This is an optimization exercise on Yosys and OpenROAD, whose aim is small area, a short achievable clock period and few clock cycles per item, not a production implementation.
Where RTL was checked, it was by simulation tests only, not by an equivalence proof against the original.
The RTL of run 1 was laid out without a check of its function.
Power figures rest on the tool's default switching activity, not on a simulated workload.

## flow/design.v (module list and top-level ports; edited modules follow where they fit)
// module qe_mix: 1395 lines
module qe_mix (
    input  wire        clk,
    input  wire        rst,
    input  wire        in_valid,
    output wire        in_ready,
    input  wire [23:0] in_sample,
    input  wire [23:0] in_gain,
    input  wire        in_last,
    input  wire [23:0] in_dgain,
    output reg         out_valid,
    input  wire        out_ready,
    output reg  [23:0] out_sample,
    output reg  [1:0]  out_clip
);
  // ...
==> flow/run.sh <==
#!/bin/bash
# synth_recipe.tcl (not shown) runs the flow's synth.tcl, then flattens the netlist and writes it again
# the make line also repeats each setting of config.mk as NAME=value (left out here)
make -C /OpenROAD-flow-scripts/flow DESIGN_CONFIG=/design/flow/config.mk WORK_HOME=/design/flow/orfs CLKGATE_MAP_FILE= SYNTH_SCRIPT=/design/flow/synth_recipe.tcl finish
==> flow/config.mk <==
export PLATFORM = sky130hd
export DESIGN_NAME = qe_mix
export DESIGN_NICKNAME = qe_mix
export VERILOG_FILES = /design/flow/design.v
export SDC_FILE = /design/flow/constraint.sdc
export NUM_CORES = 4
export LEC_CHECK = 0
export ABC_CLOCK_PERIOD_IN_PS = 3000
export CAP_MARGIN = 20
export CORE_MARGIN = 2
export CORE_UTILIZATION = 40
export SETUP_SLACK_MARGIN = 5
export SLEW_MARGIN = 20
==> flow/constraint.sdc <==
create_clock -name core_clock -period 9.0 [get_ports {clk}]
set_input_delay 1.8000 -clock core_clock [delete_from_list [all_inputs] [get_ports {clk}]]
set_output_delay 1.8000 -clock core_clock [all_outputs]
set_load 0.01 [all_outputs]
==> qor.txt, run 1 <==
status -> timing/DRC/antenna clean
number of sequential cells -> 390
Routed WL per cell -> 22.60 µm
commonest non-fill, non-tap cell in the layout -> xor2_1
cell family with most CP delay -> adder cells
#MultiIn Comb -> 2806
Reg power frac -> 18.7%
H-tree levels -> 2
# setup viols final -> 0
Hold Path Stages -> 0
PwrDens -> 350.7 nW/µm²
Top power group -> combinational cells
Yosys top cell area share -> 26.96%
most frequent cells in the layout -> xor2_1, a22oi_1, fa_1
critical path depth -> 17
critical path launch point -> b2_one[1]
Largest regs -> acc_c: 54 flops, acc_s: 54 flops
first drt pass iteration count -> 8
Synth Area in Compound Gates -> 16.96%
period utilization -> 53.51%
Data arrival, critical path -> 5.20 ns
Fmax -> 0.2076 GHz
worst reg2reg path depth -> 17
worst hold path endpoint -> dg_p[2]
mux cell area share after synthesis -> 0.05355%
==> inputs of run 2 (changes only) <==
--- a/flow/design.v
+++ b/flow/design.v
@@ -8,22 +8,22 @@
     input  wire        in_last,
     input  wire [23:0] in_dgain,
     output reg         out_valid,
     input  wire        out_ready,
     output reg  [23:0] out_sample,
     output reg  [1:0]  out_clip
 );
     reg rdy_q;       
-    reg rst_q;       
     reg vi_q;        
     reg il_q;        
     reg vp_q;        
     reg vr_q, vm_q;  
     reg sk_q;        
+    reg clr_q;       
     assign in_ready = rdy_q;
     wire take = in_valid & rdy_q & ~rst;
     reg [23:0] x_q;
     reg [11:0] b1_one, b1_two, b1_neg;
     reg [23:0] dg_i;
     wire [24:0] g_ext = {in_gain, 1'b0};
     wire [11:0] g_one, g_two, g_neg;
     genvar gi;
@@ -31,54 +31,70 @@
         wire y2 = g_ext[2*gi+2], y1 = g_ext[2*gi+1], y0 = g_ext[2*gi];
         assign g_one[gi] = y1 ^ y0;
         assign g_two[gi] = (y2 & ~y1 & ~y0) | (~y2 & y1 & y0);
         assign g_neg[gi] = y2;
     end endgenerate
     reg [53:0] acc_s, acc_c;
     reg [23:0] dg_p;
     wire ren = ~vr_q | ~vm_q | ~sk_q;         
-    wire clr = (vp_q & ren) | rst_q;
+    wire clr = clr_q;
     wire [53:0] acc_si = clr ? 54'd2097152 : acc_s;
     wire [53:0] acc_ci = clr ? 54'd0 : acc_c;
     wire [53:0] acc_s_d, acc_c_d;
     reg [23:0] r_s1;
     reg        r_c1;
     reg [11:0] b2_one, b2_two, b2_neg;
-    wire [53:0] sum1 = acc_s + acc_c;
-    wire        fit1 = (sum1[53:45] == {9{sum1[45]}});
-    wire [23:0] sat1 = fit1 ? sum1[45:22] : {sum1[53], {23{~sum1[53]}}};
+    wire [45:0] lo1  = {1'b0, acc_s[44:0]} + {1'b0, acc_c[44:0]};
+    wire        c45  = lo1[45];
+    wire [8:0]  a1   = acc_s[53:45], b1 = acc_c[53:45];
+    wire [8:0]  p1   = a1 ^ b1;
+    wire [8:0]  top1 = a1 + b1 + {8'd0, c45};
+    wire        z1r  = &(p1[8:1] ~^ (a1[7:0] | b1[7:0]));
+    wire        o1r  = &(p1[8:1] ^ (a1[7:0] & b1[7:0]));
+    wire        fit1 = c45 ? ((z1r & p1[0]) | (o1r & ~p1[0])) : ((z1r & ~p1[0]) | (o1r & p1[0]));
+    wire        sgn1 = top1[8];
+    wire [23:0] sat1 = fit1 ? {p1[0] ^ c45, lo1[44:22]} : {sgn1, {23{~sgn1}}};
     wire [24:0] d_ext = {dg_p, 1'b0};
     wire [11:0] d_one, d_two, d_neg;
     generate for (gi = 0; gi < 12; gi = gi + 1) begin : denc
         wire y2 = d_ext[2*gi+2], y1 = d_ext[2*gi+1], y0 = d_ext[2*gi];
         assign d_one[gi] = y1 ^ y0;
         assign d_two[gi] = (y2 & ~y1 & ~y0) | (~y2 & y1 & y0);
         assign d_neg[gi] = y2;
     end endgenerate
-    reg [25:0] m_s, m_c;
-    reg        m_cin, m_c1;
+    reg [33:0] m_s, m_c;                      
+    reg        m_cin, m_c1;                   
     wire [47:0] m_s_d, m_c_d;
-    wire [22:0] m_lo = {1'b0, m_s_d[21:0]} + {1'b0, m_c_d[21:0]};
-    wire [25:0] sum2 = m_s + m_c + {25'd0, m_cin};
-    wire        fit2 = (sum2[25:23] == {3{sum2[23]}});
-    wire [23:0] sat2 = fit2 ? sum2[23:0] : {sum2[25], {23{~sum2[25]}}};
+    wire [14:0] m_lo = {1'b0, m_s_d[13:0]} + {1'b0, m_c_d[13:0]};
+    wire [31:0] lo2  = {1'b0, m_s[30:0]} + {1'b0, m_c[30:0]} + {31'd0, m_cin};
+    wire        c31  = lo2[31];
+    wire [2:0]  a2   = m_s[33:31], b2 = m_c[33:31];
+    wire [2:0]  p2   = a2 ^ b2;
+    wire [2:0]  top2 = a2 + b2 + {2'd0, c31};
+    wire        z2r  = &(p2[2:1] ~^ (a2[1:0] | b2[1:0]));
+    wire        o2r  = &(p2[2:1] ^ (a2[1:0] & b2[1:0]));
+    wire        fit2 = c31 ? ((z2r & p2[0]) | (o2r & ~p2[0])) : ((z2r & ~p2[0]) | (o2r & p2[0]));
+    wire        sgn2 = top2[2];
+    wire [23:0] sat2 = fit2 ? {p2[0] ^ c31, lo2[30:8]} : {sgn2, {23{~sgn2}}};
     reg  [23:0] sk_s;
     reg  [1:0]  sk_c;
     wire men       = ~vm_q | ~sk_q;           
     wire o_take    = vm_q & ~sk_q;            
     wire main_free = ~out_valid | out_ready;
     wire il_n = take & in_last;
     wire vp_n = (vi_q & il_q) | (vp_q & ~ren);
     wire vr_n = (vp_q & ren) | (vr_q & ~men);
     wire vm_n = men ? vr_q : vm_q;
     wire vo_n = main_free ? (sk_q | o_take) : 1'b1;
     wire sk_n = main_free ? 1'b0 : (sk_q | o_take);
-    wire [2:0] owed_n = {2'd0, il_n} + {2'd0, vp_n} + {2'd0, vr_n} + {2'd0, vm_n}
-                      + {2'd0, vo_n} + {2'd0, sk_n};
+    wire [5:0] ow = {il_n, vp_n, vr_n, vm_n, vo_n, sk_n};
+    wire five_plus = (&ow) | (ow == 6'b111110) | (ow == 6'b111101) | (ow == 6'b111011)
+                   | (ow == 6'b110111) | (ow == 6'b101111) | (ow == 6'b011111);
+    wire ren_n = ~vr_n | ~vm_n | ~sk_n;
     always @(posedge clk) begin
         x_q    <= in_sample;
         b1_one <= g_one & {12{take}};
         b1_two <= g_two & {12{take}};
         b1_neg <= g_neg & {12{take}};
         il_q   <= in_last;
         dg_i   <= in_dgain;
         acc_s  <= acc_s_d;
@@ -87,41 +103,41 @@
         if (vp_q & ren) begin
             r_s1   <= sat1;
             r_c1   <= ~fit1;
             b2_one <= d_one;
             b2_two <= d_two;
             b2_neg <= d_neg;
         end
         if (men) begin
-            m_s   <= m_s_d[47:22];
-            m_c   <= m_c_d[47:22];
-            m_cin <= m_lo[22];
+            m_s   <= m_s_d[47:14];
+            m_c   <= m_c_d[47:14];
+            m_cin <= m_lo[14];
             m_c1  <= r_c1;
         end
         if (main_free) begin
             out_sample <= sk_q ? sk_s : sat2;
             out_clip   <= sk_q ? sk_c : {~fit2, m_c1};
         end
         if (~sk_q) begin
             sk_s <= sat2;
             sk_c <= {~fit2, m_c1};
         end
         if (rst) begin
             rdy_q     <= 1'b1;
-            rst_q     <= 1'b1;
+            clr_q     <= 1'b1;
             vi_q      <= 1'b0;
             vp_q      <= 1'b0;
             vr_q      <= 1'b0;
             vm_q      <= 1'b0;
             out_valid <= 1'b0;
             sk_q      <= 1'b0;
         end else begin
-            rdy_q     <= (owed_n <= 3'd4);
-            rst_q     <= 1'b0;
+            rdy_q     <= ~five_plus;
+            clr_q     <= vp_n & ren_n;
             vi_q      <= take;
             vp_q      <= vp_n;
             vr_q      <= vr_n;
             vm_q      <= vm_n;
             out_valid <= vo_n;
             sk_q      <= sk_n;
         end
     end
==> flow/flow/run.sh (new file) <==
#!/bin/bash
# The standard layout, with a tighter setup target for repair_timing and the
# smallest buffer for the port buffers (every port still gets one).
set -euo pipefail
bash standard.sh SETUP_SLACK_MARGIN=6 "BUFFER_PORTS_ARGS=-buffer_cell sky130_fd_sc_hd__buf_1" finish > flow.log 2>&1
==> flow/standard.sh (new file) <==
#!/bin/bash
# synth_recipe.tcl (not shown) runs the flow's synth.tcl, then flattens the netlist and writes it again
# the make line also repeats each setting of config.mk as NAME=value (left out here)
make -C /OpenROAD-flow-scripts/flow DESIGN_CONFIG=/design/flow/config.mk WORK_HOME=/design/flow/orfs CLKGATE_MAP_FILE= SYNTH_SCRIPT=/design/flow/synth_recipe.tcl "${@:-finish}"
removed: flow/run.sh
==> qor.txt, run 2 <==
syn avg cell area -> 10.61 µm² (was 10.39 µm²)
VDD IR max -> 0.1812 mV (was 0.2653 mV)
commonest non-fill, non-tap cell in the layout -> xor2_1 (unchanged)
Worst Hold Launch -> dg_i[7] (was dg_i[2])
Worst Setup End Kind -> flip-flop (unchanged)
worst setup path class -> flip-flop to flip-flop (unchanged)
yosys warns -> 1 (unchanged)
CTS buffer count -> 50 (was 48)
PortBufs -> 104 (unchanged)
hold buffer count at CTS -> 0 (unchanged)
Hold Path Stages -> 0 (unchanged)
FP Rows -> 116 (was 115)
DR vias/cell -> 5.775 (was 5.704)
CTS Buffer Depth -> 3 (unchanged)
most frequent cells in the layout -> xor2_1, a22oi_1, fa_1 (unchanged)
Clock Pin Slew Worst Setup and Hold Paths -> 0.06 ns (about the same)
Distinct cells, synth -> 68 (was 88)
reg2reg end -> m_c[12] (was m_cin)
Initial DRC Count -> 3059 (was 2608)
layout filler cell count -> 8563 (was 9208)
Sink Count -> 406 (was 390)
Syn Nets -> 4574 (was 4610)
core area -> 99710 µm² (was 98420 µm²)
antenna violations before repair -> 0 (unchanged)
Overflow after GRT -> 0 (unchanged)
maxcap violations -> 0 (unchanged)
clk root buf -> clkbuf_16 (unchanged)
period utilization -> 43.30% (was 53.51%)
ANT nets after route -> 0 (unchanged)
Skew-Pair Late Insertion Delay -> 0.66 ns (was 0.64 ns)
Cells after Synth -> 3773 (was 3822)
Required @ worst endpoint -> 9.40 ns (was 9.38 ns)
worst reg2reg path depth -> 10 (was 17)
worst slew pin tran -> 0.8796 ns (was 0.9370 ns)
mapped cell area -> 40050 µm² (was 39720 µm²)
total negative slack -> 0 ns (unchanged)
area grow syn2layout -> 27.69% (was 15.75%)
CTS tree -> done (unchanged)
drt total wl -> 132.8 mm (was 116.9 mm)
RR Startpoint -> b2_one[0] (was b2_one[1])
Post-synth EDFFs -> 179 (was 163)
dpl hpwl -> 78.10 mm (was 77.23 mm)
flops & latches, synth -> 406 (was 390)
# setup viols final -> 0 (unchanged)
critical path fanouts, max -> 5 (was 8)
register area share after synthesis -> 24.77% (was 23.76%)
largest net degree at the start of global routing -> 69 (was 63)
status -> timing/DRC/antenna clean (unchanged)
Final #Nets -> 4809 (was 4640)
die height -> 320.4 µm (was 319.1 µm)
PwrDens -> 311.9 nW/µm² (was 350.7 nW/µm²)
Design Power -> 15950 µW (was 16120 µW)
first-pass GRT wire length -> 197.9 mm (was 184.5 mm)
share of layout cells above drive strength 1 -> 32.42% (was 14.02%)
number of global-route vias before repair -> 32214 (was 31601)
startpoint types -> flip-flop (unchanged)
Post-synth top cells -> xor2_1, a22oi_1, fa_1, inv_1, clkbuf_1 (unchanged)
Fmax -> 0.2566 GHz (was 0.2076 GHz)
worst hold path endpoint -> dg_p[7] (was dg_p[2])
Yosys top cell area share -> 26.74% (was 26.96%)
Period minus WS final -> 3.897 ns (was 4.816 ns)
GRT Overall Usage -> 25.22% (was 23.08%)
Primary FF master, synth -> dfxtp_1 (unchanged)
reg2reg setup slack -> 5.10 ns (was 4.18 ns)
H-tree levels -> 2 (unchanged)
Die ar. -> 102700 µm² (was 101800 µm²)
worst clock skew -> 0.02127 ns (was 0.01534 ns)
drc violations -> 0 (unchanged)
Synth area leaders -> fa_1, edfxtp_1, xor2_1 (was fa_1, xor2_1, edfxtp_1)
Hold WC Path Type -> flip-flop to flip-flop (unchanged)
final RePlAce weighted congestion -> 0.8547 (was 0.8777)
most numerous cell in the Yosys netlist -> xor2_1 (unchanged)
Routed WL per cell -> 24.83 µm (was 22.60 µm)
Slew Limit Fails -> 0 (unchanged)
Rel. slew slack -> 41.36% (was 37.40%)
unrepaired setup endpoints after global routing -> yes (unchanged)
Data arrival, critical path -> 4.29 ns (was 5.20 ns)
I/O pins -> 105 (unchanged)
Pleak -> 0.01909 µW (was 0.01763 µW)
biggest area consumer among synthesized cells -> fa_1 (unchanged)
Initial Util -> 40.17% (was 40.36%)
total number of vias -> 30884 (was 29517)
Largest regs -> acc_c: 54 flops, acc_s: 54 flops (unchanged)
Inserted Diodes -> 0 (unchanged)
Die Width -> 320.4 µm (was 319.1 µm)
first drt pass iteration count -> 6 (was 8)
final hold violations -> 0 (unchanged)
asr flop ratio synth -> 0% (unchanged)
## run 2: how the worst max path moves through the flow
stage / from / cells after the start / end
after CTS: r_s1[19] / 10 / m_c[14]
after detailed placement: r_s1[22] / 9 / m_c[12]
after floorplan: b2_one[3] / 11 / m_c[10]
after global routing: r_s1[13] / 10 / m_c[12]
final: b2_one[0] / 10 / m_c[12]
after global placement: b2_two[2] / 9 / m_c[10]
## run 2: cell type report
| type | instances | area [µm²] | share of cell area (%) |
|---|---|---|---|
| repair buffers | 501 | 5554 | 10.86 |
| clock buffers | 59 | 1379 | 2.696 |
| well taps | 1298 | 1624 | 3.176 |
| inverters | 309 | 1167 | 2.283 |
| multi-input cells | 2740 | 30910 | 60.45 |
| clock inverters | 35 | 379.1 | 0.7413 |
| flip-flops and latches | 406 | 10120 | 19.79 |
## run 2: metrics by stage
| stage | instances | hold slack (ns) | cell area [µm²] | worst slack (ns) | util (%) |
|---|---|---|---|---|---|
| 2_1_floorplan | 3773 | 0.3855 | 43460 | 5.217 | - |
| 3_3_place_gp | 4947 | 0.3887 | 43080 | 4.667 | 43.20 |
| 3_5_place_dp | 4947 | 0.3887 | 43080 | 4.622 | 43.20 |
| 4_1_cts | 5260 | 0.4038 | 49170 | 5.144 | 49.31 |
| 5_1_grt | 5348 | 0.4094 | 51140 | 5.003 | 51.29 |
| 6_report | 5348 | 0.3951 | 51140 | 5.103 | 51.29 |
## run 2: timing repair
| item | in CTS | in global routing |
|---|---|---|
| gates resized for setup | 520 | 273 |
| pin swaps | 166 | 165 |
| buffers inserted | 192 | 73 |
| gates cloned | 27 | 15 |
| endpoints found under the setup margin | 216 | 207 |
## run 2: kinds of logic (layout without fill, tap and decap cells)
| kind of cell | Yosys count | count (layout) | synth area share, % |
|---|---|---|---|
| adder cells (fa/ha/maj) | 726 | 726 | 32.70 |
| multiplexers | 3 | 3 | 0.08122 |
| AO/OA/AOI/OAI | 898 | 901 | 16.09 |
| flip-flops | 406 | 406 | 24.77 |
| buffers and inverters | 633 | 904 | 5.976 |
| XOR/XNOR | 678 | 678 | 14.83 |
| AND/OR/NAND/NOR | 429 | 432 | 5.564 |
## run 2: power breakdown
part           total [µW]  switching (µW)  internal [µW]
sequential           3330             381           2950
combinational       10500            5680           4780
clock                2160             907           1260
## run 2: critical path, stage by stage, from the launching register on
cell and delay, ns:
edfxtp_1 0.43, buf_6 0.17, a22oi_2 0.21, xor2_2 0.12, fa_2 0.43, fa_2 0.39
fa_1 0.53, fa_2 0.47, fa_2 0.37, fa_1 0.49, inv_1 0.05
## run 2: layer usage
metal	global-route usage, %	part of all wire (%)
met4	10.63	5.2
met1	32.29	39
met3	6.851	10
met2	40.19	46
met5	0	0
Testbench counts of run 2, summed over its fixed seeds: cycles 14,385, items 3,200.
==> inputs of run 3 (changes only) <==
==> flow/run.sh (new file) <==
#!/bin/bash
# synth_recipe.tcl (not shown) runs the flow's synth.tcl, then flattens the netlist and writes it again
# the make line also repeats each setting of config.mk as NAME=value (left out here)
make -C /OpenROAD-flow-scripts/flow DESIGN_CONFIG=/design/flow/config.mk WORK_HOME=/design/flow/orfs CLKGATE_MAP_FILE= SYNTH_SCRIPT=/design/flow/synth_recipe.tcl finish
removed: flow/flow/run.sh
removed: flow/standard.sh
==> qor.txt, run 3 <==
Data arrival, critical path -> 4.50 ns (was 4.29 ns)
most frequent cells in the layout -> xor2_1, a22oi_1, fa_1 (unchanged)
reg2reg setup slack -> 5.02 ns (was 5.10 ns)
die height -> 320.4 µm (unchanged)
drc violations -> 0 (unchanged)
Required @ worst endpoint -> 9.52 ns (was 9.40 ns)
Initial DRC Count -> 2724 (was 3059)
Yosys top cell area share -> 26.74% (unchanged)
Largest stage delay, worst path -> 0.62 ns (was 0.53 ns)
first-pass GRT wire length -> 180.0 mm (was 197.9 mm)
PwrDens -> 309.7 nW/µm² (was 311.9 nW/µm²)
hold buffer count at CTS -> 0 (unchanged)
Initial Util -> 40.17% (unchanged)
largest net degree at the start of global routing -> 107 (was 69)
most numerous cell in the Yosys netlist -> xor2_1 (unchanged)
Util after Layout -> 46.18% (was 51.29%)
Critical Path Most Common Cell -> fa_1 (was fa_2)
Post-synth EDFFs -> 179 (unchanged)
status -> timing/DRC/antenna clean (unchanged)
final setup margin -> 5.015 ns (was 5.103 ns)
Slew Limit Fails -> 0 (unchanged)
asr flop ratio synth -> 0% (unchanged)
total number of vias -> 28905 (was 30884)
Place WS -> 4.194 ns (was 4.622 ns)
worst clock skew -> 0.04067 ns (was 0.02127 ns)
critical path fanouts, max -> 24 (was 5)
clk root buf -> clkbuf_16 (unchanged)
H-tree levels -> 2 (unchanged)
CTS tree -> done (unchanged)
worst setup path class -> flip-flop to flip-flop (unchanged)
first drt pass iteration count -> 6 (unchanged)
syn avg cell area -> 10.61 µm² (unchanged)
Worst Setup End Kind -> flip-flop (unchanged)
Hold WC Path Type -> flip-flop to flip-flop (unchanged)
startpoint types -> flip-flop (unchanged)
crit path max-delay cell type -> fa_1 (unchanged)
# setup viols final -> 0 (unchanged)
register area share after synthesis -> 24.77% (unchanged)
Routed WL per cell -> 22.60 µm (was 24.83 µm)
Period minus WS final -> 3.985 ns (was 3.897 ns)
Die ar. -> 102700 µm² (unchanged)
Largest regs -> acc_c: 54 flops, acc_s: 54 flops (unchanged)
Primary FF master, synth -> dfxtp_1 (unchanged)
Fmax -> 0.2510 GHz (was 0.2566 GHz)
FP Rows -> 116 (unchanged)
CTS buffer count -> 51 (was 50)
Synth area leaders -> fa_1, edfxtp_1, xor2_1 (unchanged)
area grow syn2layout -> 14.96% (was 27.69%)
I/O pins -> 105 (unchanged)
Pleak -> 0.01777 µW (was 0.01909 µW)
number of global-route vias before repair -> 30545 (was 32214)
dpl hpwl -> 74.83 mm (was 78.10 mm)
ANT nets after route -> 0 (unchanged)
Syn Nets -> 4574 (unchanged)
worst slew pin tran -> 0.9606 ns (was 0.8796 ns)
unrepaired setup endpoints after global routing -> yes (unchanged)
Overflow after GRT -> 0 (unchanged)
sequence of cells on the critical path -> buf_8 -> a22oi_1 -> xor2_1 -> fa_1 -> fa_1 -> fa_1 -> fa_2 -> fa_1 -> fa_1 -> inv_1 (was buf_6 -> a22oi_2 -> xor2_2 -> fa_2 -> fa_2 -> fa_1 -> fa_2 -> fa_2 -> fa_1 -> inv_1)
layout filler cell count -> 9210 (was 8563)
antenna violations before repair -> 0 (unchanged)
drt total wl -> 115.6 mm (was 132.8 mm)
Post-synth top cells -> xor2_1, a22oi_1, fa_1, inv_1, clkbuf_1 (unchanged)
GRT Overall Usage -> 22.52% (was 25.22%)
commonest non-fill, non-tap cell in the layout -> xor2_1 (unchanged)
Sink Count -> 406 (unchanged)
Fin Hold WS -> 0.4033 ns (was 0.3951 ns)
Clock Pin Slew Worst Setup and Hold Paths -> 0.05 ns (was 0.06 ns)
core area -> 99710 µm² (unchanged)
share of layout cells above drive strength 1 -> 11.42% (was 32.42%)
PortBufs -> 104 (unchanged)
final hold violations -> 0 (unchanged)
flops & latches, synth -> 406 (unchanged)
Cells after Synth -> 3773 (unchanged)
maxcap violations -> 0 (unchanged)
total negative slack -> 0 ns (unchanged)
mapped cell area -> 40050 µm² (unchanged)
yosys warns -> 1 (unchanged)
CTS Buffer Depth -> 3 (unchanged)
biggest area consumer among synthesized cells -> fa_1 (unchanged)
Die Width -> 320.4 µm (unchanged)
DR vias/cell -> 5.650 (was 5.775)
Rel. slew slack -> 35.15% (was 41.36%)
Final #Nets -> 4577 (was 4809)
VDD IR max -> 0.1699 mV (was 0.1812 mV)
Inserted Diodes -> 0 (unchanged)
final RePlAce weighted congestion -> 0.8619 (was 0.8547)
Skew-Pair Late Insertion Delay -> 0.65 ns (was 0.66 ns)
period utilization -> 44.28% (was 43.30%)
Distinct cells, synth -> 68 (unchanged)
run 3: layer usage:
metal  wire [µm]  up-vias  track usage [%]
li1            -    12855                -
met1       48580    14360            30.61
met2       52450     1426            35.44
met3       10810      264            5.304
met4        3806        0            7.240
met5           0        -                0
run 3: final timing paths:
check | start | endpoint | depth (start not counted)
worst max-delay path | x_q[17] | acc_c[30] | 10
worst max register to register | x_q[17] | acc_c[30] | 10
worst min-delay path | dg_i[9] | dg_p[9] | 0
worst min register to register | dg_i[9] | dg_p[9] | 0
run 3: stage by stage:
stage	total power, µW	instances	cell area, µm²
after global routing	15820	5116	46040
after floorplan	9560	3773	40220
after detailed placement	11920	4969	42380
after CTS	14180	5093	44910
after global placement	11800	4969	42380
final	14260	5116	46040
run 3: logic make-up after synthesis:
logic type                 count (synthesis)  synth area share (%)
AOI/OAI and AO/OA                        898                 16.09
buffers and inverters                    633                 5.976
xor gates and xnor gates                 678                 14.83
muxes                                      3               0.08122
adders and majority gates                726                 32.70
and+or+nand+nor                          429                 5.564
DFF                                      406                 24.77
run 3: power by group:
group	switching, µW	internal, µW
registers	272	2940
clock network	860	1210
logic	5020	3970
run 3: cell type report:
| cell class | count | area, µm² | share of cell area [%] |
|---|---|---|---|
| multi-input combinational | 2735 | 28350 | 61.57 |
| sequential | 406 | 9936 | 21.58 |
| timing repair buffer | 273 | 3289 | 7.144 |
| tap | 1298 | 1624 | 3.527 |
| clock buffer | 67 | 1429 | 3.103 |
| inverter | 309 | 1164 | 2.527 |
| clock inverter | 28 | 251.5 | 0.5462 |
run 3: critical path, delay by kind of cell, from the launching register on:
kind | cells | cell delay (ns)
fa+ha+maj | 6 | 2.94
buf+inv | 2 | 0.28
compound gates | 1 | 0.14
flops | 1 | 0.34
xor+xnor | 1 | 0.17
run 3: timing repair:
item	CTS	global route
setup endpoints to repair	134	97
buffers inserted	26	14
cloned	3	9
gates resized for setup	146	193
pin swaps	9	40

## afterwards: timing with drivers on the ports
Ports are ideal in the flow. The routed layouts listed here were re-timed in OpenROAD.
Step 1 assumes that a clkbuf_16 drives the clock port and a buf_2 every other input.
Step 2, shift: input delay + t, output delay - t, t = (earliest + latest rising clock arrival at the registers) / 2. This alone moves slack from input paths to output paths.
Three values: ideal, step 1, step 2; two values: the first two.
run	t (ns)	setup slack, ns	cell pins on the clock port's net
run 1	0.702	4.184 / 4.184 / 4.184	1
run 2	0.714	5.103 / 5.103 / 5.103	1
run 3	0.699	5.015 / 5.015 / 4.703	1
After both steps every run listed still meets setup and hold. The setup slack of run 3, which loses most, moves by 0.000 ns with the drivers and by -0.312 ns with both steps.
